Source: an optimization exercise on an open RTL-to-GDS flow (aim: small area, a short achievable clock period and few clock cycles). Production flows keep margins and buffers that such runs may drop. The RTL was checked by simulation tests, not by an equivalence proof against the original design. Power is estimated from default activity; no workload was simulated.

==> flow/design.v (excerpt) <==
module pvc_encoder (
    input  wire        clk,
    input  wire        rst,
    input  wire        in_valid,
    output reg         in_ready,
    input  wire [19:0] in_x,
    input  wire [19:0] in_last,
    input  wire [19:0] in_desc,
    input  wire        in_force,
    input  wire        in_eob,
    output reg         r_valid,
    output reg  [19:0] r_value,
    output reg         w_valid,
    input  wire        w_ready,
    output wire [19:0] w_data,
    output reg         w_last,
    output reg  [13:0] w_bits
);
==> flow/config.mk <==
export PLATFORM = sky130hd
export DESIGN_NAME = pvc_encoder
export DESIGN_NICKNAME = pvc_encoder
export VERILOG_FILES = /design/flow/design.v
export SDC_FILE = /design/flow/constraint.sdc
export NUM_CORES = 4
export LEC_CHECK = 0
export ABC_AREA = 1
export CAP_MARGIN = 20
export CORE_MARGIN = 2
export CORE_UTILIZATION = 40
export CTS_BUF_LIST = sky130_fd_sc_hd__clkbuf_8
export CTS_CLUSTER_SIZE = 30
export SLEW_MARGIN = 20
==> flow/constraint.sdc <==
create_clock -name core_clock -period 18.0 [get_ports {clk}]
set_input_delay 3.6000 -clock core_clock [delete_from_list [all_inputs] [get_ports {clk}]]
set_output_delay 3.6000 -clock core_clock [all_outputs]
set_load 0.01 [all_outputs]
standard.sh (not shown) runs the stock make flow with config.mk's settings and CLKGATE_MAP_FILE= SYNTH_SCRIPT=/design/flow/synth_recipe.tcl, a recipe that flattens the netlist after the stock synthesis.
==> flow/flow/run.sh <==
#!/bin/bash
# Standard ORFS layout; setup repair aims below the clock period (the SDC is
# unchanged, only repair_timing's margin). Extra make settings, one per line,
# come from flow/knobs.txt.
set -euo pipefail
cd "$(dirname "$0")/.."
mapfile -t KNOBS < flow/knobs.txt
bash standard.sh synth > synth.log 2>&1
bash standard.sh "${KNOBS[@]}" finish > layout.log 2>&1
==> flow/flow/knobs.txt <==
SETUP_SLACK_MARGIN=12.5
BUFFER_PORTS_ARGS=-buffer_cell sky130_fd_sc_hd__buf_2
The baseline ran to the end with no violations.
Testbench counts at the start, summed over its fixed seeds: cycles 33,907.
Edit:
==> flow/flow/run.sh (replaced) <==
#!/bin/bash
# ORFS layout through the standard.sh. The synthesis keeps the standard
# register inference and only maps the logic differently (settings in
# flow/synth_knobs.txt, one per line); setup repair then aims below the clock
# period (flow/knobs.txt). The SDC is unchanged.
set -euo pipefail
cd "$(dirname "$0")/.."
mapfile -t SKNOBS < flow/synth_knobs.txt
mapfile -t KNOBS < flow/knobs.txt
bash standard.sh "${SKNOBS[@]}" synth > synth.log 2>&1
bash standard.sh "${KNOBS[@]}" finish > layout.log 2>&1
==> flow/flow/knobs.txt (replaced) <==
SETUP_SLACK_MARGIN=13.0
BUFFER_PORTS_ARGS=-buffer_cell sky130_fd_sc_hd__buf_2
==> flow/flow/synth_knobs.txt (new file) <==
ADDER_MAP_FILE=
SYNTH_OPERATIONS_ARGS=-noshare
- wire length decreases by 12%
- total power decreases by 14%
- critical path depth decreases by 8

---

The RTL this note starts from:
==> flow/design.v <==
module pvc_encoder (
    input  wire        clk,
    input  wire        rst,
    input  wire        in_valid,
    output reg         in_ready,
    input  wire [19:0] in_x,
    input  wire [19:0] in_last,
    input  wire [19:0] in_desc,
    input  wire        in_force,
    input  wire        in_eob,
    output reg         r_valid,
    output reg  [19:0] r_value,
    output reg         w_valid,
    input  wire        w_ready,
    output wire [19:0] w_data,
    output reg         w_last,
    output reg  [13:0] w_bits
);
    localparam integer T = 43;           
    localparam integer N = T + 24;       
    integer i;
    reg        v0, f0, e0;
    reg [19:0] x0, l0, d0;
    reg        v1, e1;
    reg [20:0] g1;                        
    reg [3:0]  s1;                        
    reg [4:0]  w1;                        
    reg        k1;                        
    reg [N-1:0] buffer;
    reg [6:0]   cnt;                      
    reg [2:0]   lastpos;                  
    reg         ok;                       
    reg [13:0]  bacc;                     
    reg         en0;                      
    wire en1 = !v1 || ok;                 
    wire ins = v1 && ok;
    always @(posedge clk) begin
        if (en0) begin
            x0 <= in_x;
            l0 <= in_last;
            d0 <= in_desc;
            f0 <= in_force;
            e0 <= in_eob;
        end
    end
    wire [2:0]  mode  = d0[19:17];
    wire        sg    = d0[16];
    wire [3:0]  q     = d0[15:12];
    wire [11:0] dband = d0[11:0];
    wire m_ex = (mode == 3'd0);
    wire m_dl = (mode == 3'd1);
    wire m_bd = (mode == 3'd2);
    wire m_db = (mode == 3'd3);
    wire m_bb = !(m_ex | m_dl | m_bd | m_db);
    wire [11:0] qmask = ~(12'hfff << q);
    wire [11:0] half  = qmask & ~{1'b0, qmask[11:1]};
    wire [19:0] xo   = x0 | {8'd0, qmask};
    wire        rb   = |(x0[11:0] & half);
    wire        lsb  = |(x0[12:1] & half);
    wire        stk  = |(x0[11:0] & qmask & ~half);
    wire        up   = rb & (stk | lsb);
    wire        clampblk = (&xo[18:0]) & (sg ? ~x0[19] : x0[19]);
    wire        up2  = up & ~clampblk;
    wire [19:0] inc  = xo + 20'd1;
    wire [19:0] vp   = up2 ? inc : (x0 & ~{8'd0, qmask});
    wire [12:0] sxm  = {1'b0, x0[11:0]} + {1'b0, ~l0[11:0]} + 13'd1;
    wire [11:0] sxl0 = sxm[11:0];
    wire        sxc0 = sxm[12];
    wire [8:0]  shi  = {sg & x0[19], x0[19:12]} + ~{sg & l0[19], l0[19:12]} + {8'd0, sxc0};
    wire [20:0] sx0  = {shi, sxl0};
    wire [19:0] dlt  = sx0[19:0];
    wire [11:0] xnl  = ~x0[11:0];
    wire [11:0] evl  = up2 ? (qmask & xnl) : (xnl | ~qmask);
    wire [12:0] svl  = {1'b0, sxl0} + {1'b0, evl} + 13'd1;
    wire [8:0]  svh  = shi + {9{~up2}} + {8'd0, svl[12]};
    wire [20:0] sv   = {svh, svl[11:0]};
    wire [20:0] s    = m_bb ? sv : sx0;
    wire        pass   = f0 | (s[20] ? (~(&s[19:12]) | (~s[11:0] >= dband))
                                     : ((|s[19:12]) | (s[11:0] > dband)));
    wire        keep   = !(m_db | m_bb) | pass;
    wire [19:0] dmag = dlt ^ {20{dlt[19]}};
    reg  [4:0]  n;
    always @* begin
        n = 5'd1;
        for (i = 0; i < 19; i = i + 1)
            if (dmag[i]) n = i[4:0] + 5'd2;
    end
    wire        dsmall = (dmag[18:14] == 5'd0);
    reg  [14:0] dmask;
    always @* begin
        dmask[0] = 1'b1;
        for (i = 1; i < 15; i = i + 1)
            dmask[i] = |(dmag[13:0] >> (i - 1));
    end
    reg [20:0] g;
    reg [3:0]  sa;
    reg [4:0]  w;
    always @* begin
        g = {x0, m_db}; sa = 4'd11; w = 5'd20;
        if (m_dl) begin
            if (dsmall) begin
                g = {1'b0, dlt & {5'd0, dmask}, n[3:0]};
                sa = 4'd12;
                w = n + 5'd4;
            end else begin
                sa = 4'd15;                   
                w = 5'd24;
            end
        end else if (m_bd) begin
            g = {1'b0, vp}; sa = 4'd12 - q; w = 5'd20 - {1'b0, q};
        end else if (m_db) begin
            sa = 4'd12;
            w = 5'd21;
        end else if (m_bb) begin
            g = {1'b0, vp | {8'd0, half}};
            sa = 4'd13 - q;
            w = 5'd21 - {1'b0, q};
        end
    end
    wire [19:0] r = keep ? ((m_bd | m_bb) ? vp : x0) : l0;
    always @(posedge clk) begin
        r_value <= r;
        if (en1) begin
            g1 <= g;
            s1 <= sa;
            w1 <= w;
            k1 <= keep;
            e1 <= e0;
        end
    end
    wire [6:0]    sh    = cnt + {3'd0, s1};
    wire [20:0]   g1g   = g1 & {21{ins & k1}};
    wire [4:0]    wk    = k1 ? w1 : 5'd1;
    wire [N+32:0] big   = {{N{1'b0}}, g1g, 12'd0} << sh;
    wire [N-1:0]  insv  = big[N+23:24];
    wire [N-1:0]  b1    = (cnt == 7'd0) ? insv : (buffer | insv);
    wire [N-1:0]  bsh   = w_valid ? {20'd0, b1[N-1:20]} : b1;
    wire [N-1:0]  bnext = w_ready ? bsh : b1;
    wire [6:0]    csum  = cnt + {2'd0, wk};
    wire [2:0]    cw    = (csum > 7'd60) ? 3'd4 : (csum > 7'd40) ? 3'd3 :
                          (csum > 7'd20) ? 3'd2 : 3'd1;
    wire [6:0]    cround = (csum > 7'd60) ? 7'd80 : (csum > 7'd40) ? 7'd60 :
                           (csum > 7'd20) ? 7'd40 : 7'd20;
    wire          eins  = ins && e1;
    wire [6:0]    c1    = ins ? (e1 ? cround : csum) : cnt;
    wire [2:0]    lp1   = eins ? cw : lastpos;
    wire          v1next = en1 ? v0 : v1;
    wire          e1next = en1 ? e0 : e1;
    wire [6:0]    c1e   = c1 - 7'd20;
    wire [2:0]    lp1e  = (lp1 != 3'd0) ? lp1 - 3'd1 : 3'd0;
    wire          ok_n  = (c1 <= T) && !(e1next && (lp1 != 3'd0));
    wire          ok_e  = (c1e <= T) && !(e1next && (lp1e != 3'd0));
    wire [6:0]    cnext = w_ready ? (w_valid ? c1e : c1) : c1;
    wire [2:0]    lpnext = w_ready ? (w_valid ? lp1e : lp1) : lp1;
    wire          oknext = w_ready ? (w_valid ? ok_e : ok_n) : ok_n;
    wire          wv_n  = (c1 >= 7'd20);
    wire          wv_e  = w_valid ? (c1e >= 7'd20) : wv_n;
    wire          wl_n  = (lp1 == 3'd1);
    wire          wl_e  = w_valid ? (lp1e == 3'd1) : wl_n;
    wire          v0next = in_ready ? in_valid : v0;
    assign w_data = buffer[19:0];
    wire [13:0]   bsum  = bacc + {9'd0, wk};
    always @(posedge clk) begin
        if (eins)
            w_bits <= bsum;
        buffer <= bnext;
    end
    always @(posedge clk) begin
        if (rst) begin
            v0       <= 1'b0;
            v1       <= 1'b0;
            in_ready <= 1'b0;
            en0      <= 1'b1;
            ok       <= 1'b1;
            cnt      <= 7'd0;
            lastpos  <= 3'd0;
            w_valid  <= 1'b0;
            w_last   <= 1'b0;
            bacc     <= 14'd0;
            r_valid  <= 1'b0;
        end else begin
            v0       <= v0next;
            v1       <= v1next;
            ok       <= oknext;
            in_ready <= !v0next || !v1next || oknext;
            en0      <= !(v0next && v1next && !oknext);
            r_valid  <= v0 && en1;
            cnt      <= cnext;
            lastpos  <= lpnext;
            w_valid  <= w_ready ? wv_e : wv_n;
            w_last   <= w_ready ? wl_e : wl_n;
            if (ins)
                bacc <= e1 ? 14'd0 : bsum;
        end
    end
endmodule
clock: 18.0 ns
lec_check: 0
abc_area: 1
cap_margin: 20
core_margin: 2
core_utilization: 60
place_density: 0.75
slew_margin: 20
==> flow/flow/run.sh <==
#!/bin/bash
# ORFS layout through the standard.sh. The synthesis keeps the standard
# register inference and only maps the logic differently (settings in
# flow/synth_knobs.txt, one per line); setup repair then aims below the clock
# period (flow/knobs.txt). The SDC is unchanged.
set -euo pipefail
cd "$(dirname "$0")/.."
mapfile -t SKNOBS < flow/synth_knobs.txt
mapfile -t KNOBS < flow/knobs.txt
bash standard.sh "${SKNOBS[@]}" synth > synth.log 2>&1
bash standard.sh "${KNOBS[@]}" finish > layout.log 2>&1
==> flow/flow/knobs.txt <==
SETUP_SLACK_MARGIN=13.2
BUFFER_PORTS_ARGS=-buffer_cell sky130_fd_sc_hd__buf_2
CTS_ARGS=-sink_clustering_enable -repair_clock_nets -sink_clustering_size 20 -sink_clustering_max_diameter 80 -buf_list sky130_fd_sc_hd__clkbuf_16 -dont_use_dummy_load
==> flow/flow/synth_knobs.txt <==
ADDER_MAP_FILE=
SYNTH_OPERATIONS_ARGS=-noshare
The baseline completed without violations.
Testbench counts at the start, summed over its fixed seeds: cycles 33,907.
Rerun with:
==> flow/flow/run.sh (replaced) <==
#!/bin/bash
# ORFS layout through the standard.sh, in three parts:
#  1. the standard synthesis (flow/synth_knobs.txt: settings for its mapping);
#  2. the combinational logic of that netlist mapped again by ABC with a
#     delay-aware script (flow/remap.abc); every register instance, its name
#     and its cell type are kept as they are;
#  3. floorplan to final layout, with setup repair aiming below the clock
#     period (flow/knobs.txt). The SDC is unchanged.
set -euo pipefail
cd "$(dirname "$0")/.."
mapfile -t SKNOBS < flow/synth_knobs.txt
mapfile -t KNOBS < flow/knobs.txt
R=orfs/results/sky130hd/pvc_encoder/base
LIB="$FLOW_HOME/platforms/sky130hd/lib/sky130_fd_sc_hd__tt_025C_1v80.lib"
YOSYS="$FLOW_HOME/../tools/install/yosys/bin/yosys"

bash standard.sh "${SKNOBS[@]}" synth > synth.log 2>&1

cp "$R/1_2_yosys.v" standard_netlist.v
sed -e "s#@LIB@#$LIB#g" -e "s#@ABC@#$PWD/flow/remap.abc#g" \
    -e "s#@IN@#$PWD/standard_netlist.v#g" -e "s#@OUT@#$PWD/remapped_netlist.v#g" \
    flow/remap.ys.in > remap.ys
"$YOSYS" -s remap.ys > remap.log 2>&1
cp remapped_netlist.v "$R/1_2_yosys.v"
rm -f "$R/1_synth.odb" "$R/1_synth.sdc"
bash standard.sh "${SKNOBS[@]}" synth > synth_odb.log 2>&1

bash standard.sh "${KNOBS[@]}" finish > layout.log 2>&1
==> flow/flow/remap.abc (new file) <==
strash; dc2; dch; map -D 3000; topo; stime -c; buffer -c; upsize -c; dnsize -c
==> flow/flow/remap.ys.in (new file) <==
# Map the combinational logic of the standard netlist again; the flip-flop
# cells are kept whole (keep_hierarchy), so every register keeps its
# instance name and cell type.
read_liberty -ignore_miss_func @LIB@
read_verilog @IN@
hierarchy -top pvc_encoder
setattr -mod -set keep_hierarchy 1 sky130_fd_sc_hd__dfxtp_1 sky130_fd_sc_hd__edfxtp_1
flatten
opt_clean -purge
abc -liberty @LIB@ -dont_use *probe* -dont_use *lpflow* -D 3000 -script @ABC@
splitnets
opt_clean -purge
hilomap -singleton -hicell sky130_fd_sc_hd__conb_1 HI -locell sky130_fd_sc_hd__conb_1 LO
insbuf -buf sky130_fd_sc_hd__buf_4 A X
rename -hide w:*.*
select pvc_encoder
write_verilog -noattr -nohex -nodec -selected @OUT@
- CORE_UTILIZATION: 60 -> 55
- PLACE_DENSITY: 0.75 -> 0.7
Result: The new run finished with timing, DRC and antenna clean. Sequential cell count stays the same. Total power came out higher by 2.8%. Global-route usage is lower by 0.66 points. Setup slack loses 0.57 ns. Sequential share of layout area is lower by 1.2 points. Synthesized area drops by about 4%. Hold slack gets better by 0.022 ns. Utilization is lower by 1.3 points. Routed wire length grows by 3.4%.
Rerun with:
==> flow/flow/run.sh (replaced) <==
#!/bin/bash
# ORFS layout through the standard.sh. The synthesis keeps the standard
# register inference and only maps the logic differently (settings in
# flow/synth_knobs.txt, one per line); setup repair then aims below the clock
# period (flow/knobs.txt). The SDC is unchanged.
set -euo pipefail
cd "$(dirname "$0")/.."
mapfile -t SKNOBS < flow/synth_knobs.txt
mapfile -t KNOBS < flow/knobs.txt
bash standard.sh "${SKNOBS[@]}" synth > synth.log 2>&1
bash standard.sh "${KNOBS[@]}" finish > layout.log 2>&1
- CORE_UTILIZATION: 55 -> 40
- PLACE_DENSITY: 0.7 -> default
removed: flow/flow/remap.abc
removed: flow/flow/remap.ys.in
Maximum frequency rises by 11%. Power hardly moves. Wire length rises by 3.0%. Via count rises by 2.5%. Combinational power falls by 4.4%. Sequential power is about the same. Flip-flop and latch count is unchanged.
Rerun with:
- CORE_UTILIZATION: 40 -> 55
- PLACE_DENSITY: default -> 0.7
=> The changed run passed the timing, design-rule and antenna checks. Global-route usage increases by 8.1 points. Sequential share of layout area increases by 0.52 points. Synthesized cell count does not change. Worst setup slack gets better by 0.080 ns.

-- separate check: timing with driven ports --
The results above use ideal ports. As a check the final layouts listed here were re-extracted and re-timed, cells and wires unchanged. Step 1 (the two cells are an assumption about what drives the block):
set clk [get_ports {clk}]
set_driving_cell -lib_cell sky130_fd_sc_hd__clkbuf_16 $clk
set_driving_cell -lib_cell sky130_fd_sc_hd__buf_2 [delete_from_list [all_inputs] $clk]
Step 2 times the ports against the registers' clock, not the clock port: input delays grow and output delays shrink by t, the midpoint of the rising clock arrivals with the driver on. Three values: ideal ports, drivers, drivers and shift; two values: the first two.
| run | t, ns | slack for setup (ns) | worst setup path at the end | latest minus earliest clock arrival (ns) |
|---|---|---|---|---|
| the first run of note 1 | 0.679 | 12.750 / 12.785 / 12.106 | input to register | 0.053 / 0.052 |
| the second run of note 1 | 0.652 | 13.278 / 13.228 / 12.672 | input to register | 0.067 / 0.066 |
| the first run of note 2 | 0.546 | 13.326 / 13.297 / 12.812 | input to register | 0.019 / 0.019 |
| the second run of note 2 | 0.543 | 12.752 / 12.752 / 12.752 | register to register | 0.047 / 0.046 |
| the third run of note 2 | 0.569 | 13.266 / 13.213 / 12.847 | input to register | 0.082 / 0.082 |
| the fourth run of note 2 | 0.542 | 13.347 / 13.293 / 12.861 | input to register | 0.032 / 0.032 |
After both steps setup and hold are still met in every run listed. For the first run of note 1, which loses most, drivers alone change the setup slack by +0.035 ns; drivers and shift together by -0.644 ns.
